What follows belongs to an exercise in optimizing a design on an open flow for small area; a production flow would make more cautious choices. Power is estimated from default activity; no workload was simulated.

==> inputs of 01-02 <==
Design chk_unit, start of the top module:
module chk_unit (
    input  wire        clk,
    input  wire        rst,
    input  wire        req_valid,
    input  wire        req_write,
    input  wire [6:0]  req_addr,
    input  wire [31:0] req_wdata,
    input  wire [2:0]  req_src,
    input  wire [2:0]  req_jet,
    output reg         rsp_valid,
    output reg         rsp_denied,
    output reg  [31:0] rsp_rdata,
    input  wire [7:0]  fold_addr,
    input  wire        tick_ms,
    input  wire        jet_stop,
    input  wire [2:0]  jet_stop_id,
    input  wire        steward_stop,
    input  wire        lockout,
    output wire        mismatch_evt,
    output reg  [2:0]  mismatch_ch
);
clock: 13.0 ns
lec_check: 0
cap_margin: 10
core_margin: 2
core_utilization: 60
slew_margin: 10
standard.sh (not shown) runs the stock make flow with config.mk's settings and CLKGATE_MAP_FILE= SYNTH_SCRIPT=/design/flow/synth_recipe.tcl, a recipe that flattens the netlist after the stock synthesis.
==> flow/flow/run.sh <==
#!/bin/bash
# Own layout flow.
# 1. The standard synthesis (standard.sh synth).
# 2. The same synthesis again with an area-oriented ABC mapping script
#    (area_synth.tcl, abc_area_map.script, bias_lib.py); its netlist replaces
#    the standard one only if it holds exactly the same registers (names and
#    cell types).
# 3. The standard ORFS layout steps, with clock tree and port buffer
#    settings of our own.
# Each tool's output goes to a log of its own in this folder.
set -euo pipefail
W=$(pwd)
R=$W/orfs/results/$FLOW_PLATFORM/chk_unit/base
A=$W/orfs_area/results/$FLOW_PLATFORM/chk_unit/base

bash standard.sh synth > 1_standard_synth.log 2>&1
cp $R/1_2_yosys.v $W/standard_synth.v

python3 flow/bias_lib.py $FLOW_HOME/platforms/$FLOW_PLATFORM/lib/sky130_fd_sc_hd__tt_025C_1v80.lib \
  $W/abc_bias.lib 5.0 > 2_bias_lib.log 2>&1
if bash standard.sh WORK_HOME=$W/orfs_area SYNTH_SCRIPT=$W/flow/area_synth.tcl synth \
     > 2_area_synth.log 2>&1 \
   && python3 flow/regs_match.py $W/standard_synth.v $A/1_2_yosys.v > 2_regs_match.log 2>&1; then
  cp $A/1_2_yosys.v $R/1_2_yosys.v
  touch $R/1_2_yosys.v
fi

bash standard.sh \
  "CTS_ARGS=-sink_clustering_enable -repair_clock_nets -sink_clustering_size 16 -sink_clustering_max_diameter 60 -buf_list sky130_fd_sc_hd__clkbuf_8 -dont_use_dummy_load" \
  "BUFFER_PORTS_ARGS=-buffer_cell sky130_fd_sc_hd__buf_1" \
  finish > 3_layout.log 2>&1
Other scripts of this flow, unchanged in this note and not shown: flow/flow/abc_area_map.script, flow/flow/area_synth.tcl, flow/flow/bias_lib.py, flow/flow/regs_match.py
==> 08-22: changes against 01-02 <==
--- a/flow/flow/run.sh
+++ b/flow/flow/run.sh
@@ -28,3 +28,3 @@
 bash standard.sh \
-  "CTS_ARGS=-sink_clustering_enable -repair_clock_nets -sink_clustering_size 16 -sink_clustering_max_diameter 60 -buf_list sky130_fd_sc_hd__clkbuf_8 -dont_use_dummy_load" \
+  "CTS_ARGS=-sink_clustering_enable -repair_clock_nets -sink_clustering_size 18 -sink_clustering_max_diameter 60 -buf_list sky130_fd_sc_hd__clkbuf_8 -dont_use_dummy_load" \
   "BUFFER_PORTS_ARGS=-buffer_cell sky130_fd_sc_hd__buf_1" \
==> 12-24: changes against 01-02 <==
--- a/flow/flow/run.sh
+++ b/flow/flow/run.sh
@@ -19,3 +19,3 @@
 python3 flow/bias_lib.py $FLOW_HOME/platforms/$FLOW_PLATFORM/lib/sky130_fd_sc_hd__tt_025C_1v80.lib \
-  $W/abc_bias.lib 5.0 > 2_bias_lib.log 2>&1
+  $W/abc_bias.lib 3.0 > 2_bias_lib.log 2>&1
 if bash standard.sh WORK_HOME=$W/orfs_area SYNTH_SCRIPT=$W/flow/area_synth.tcl synth \
==> comparison <==
- First-iteration DRC count: 01-02 is higher than 08-22 (0.55%).
- 01-02 went through all stages and came out clean. 12-24 finished with timing, DRC and antenna clean. 08-22 completed without violations.
- Core utilization is about the same in 12-24 and 08-22.
- Worst hold slack: 12-24 > 01-02 > 08-22.
- Combinational power is about the same in 08-22 and 01-02.
- Sequential cell count is the same in 12-24 and 08-22.
- Against 01-02, the clock power of 12-24 is smaller by about 2%.
- Final cell count, lowest first: 08-22, 01-02, 12-24.
No functional check of the RTL was part of any run of this note.

[separate check: timing with driven ports]
How much do the figures lean on ideal ports? The routed layouts below were timed once more, with nothing changed but the port constraints.
Step 1 sets driving cells, clkbuf_16 on the clock port and buf_2 on the other inputs (assumed; they add their load-dependent delay and slew).
Step 2 moves the port delays by t, midway between the first and last clock arrival at a register: inputs arrive t later, outputs are due t later. That takes back most of the time a late clock gives input paths.
Three values: no drivers, after step 1, after step 2; two values: the first two.
run | t, ns | setup WS [ns] | hold WS [ns] | slew at the worst register clock pin (ns)
01-02 | 0.875 | 0.782 / 0.734 / -0.142 | 0.414 / 0.414 / 0.414 | 0.10 / 0.10
08-22 | 0.825 | 0.949 / 0.894 / 0.070 | 0.370 / 0.370 / 0.370 | 0.12 / 0.12
12-24 | 0.857 | 0.692 / 0.738 / -0.119 | 0.452 / 0.452 / 0.452 | 0.11 / 0.11
Met with ideal ports but missed after step 2: setup timing in 01-02 and 12-24. For 01-02, which loses most, drivers alone change the setup slack by -0.048 ns; drivers and shift together by -0.924 ns.
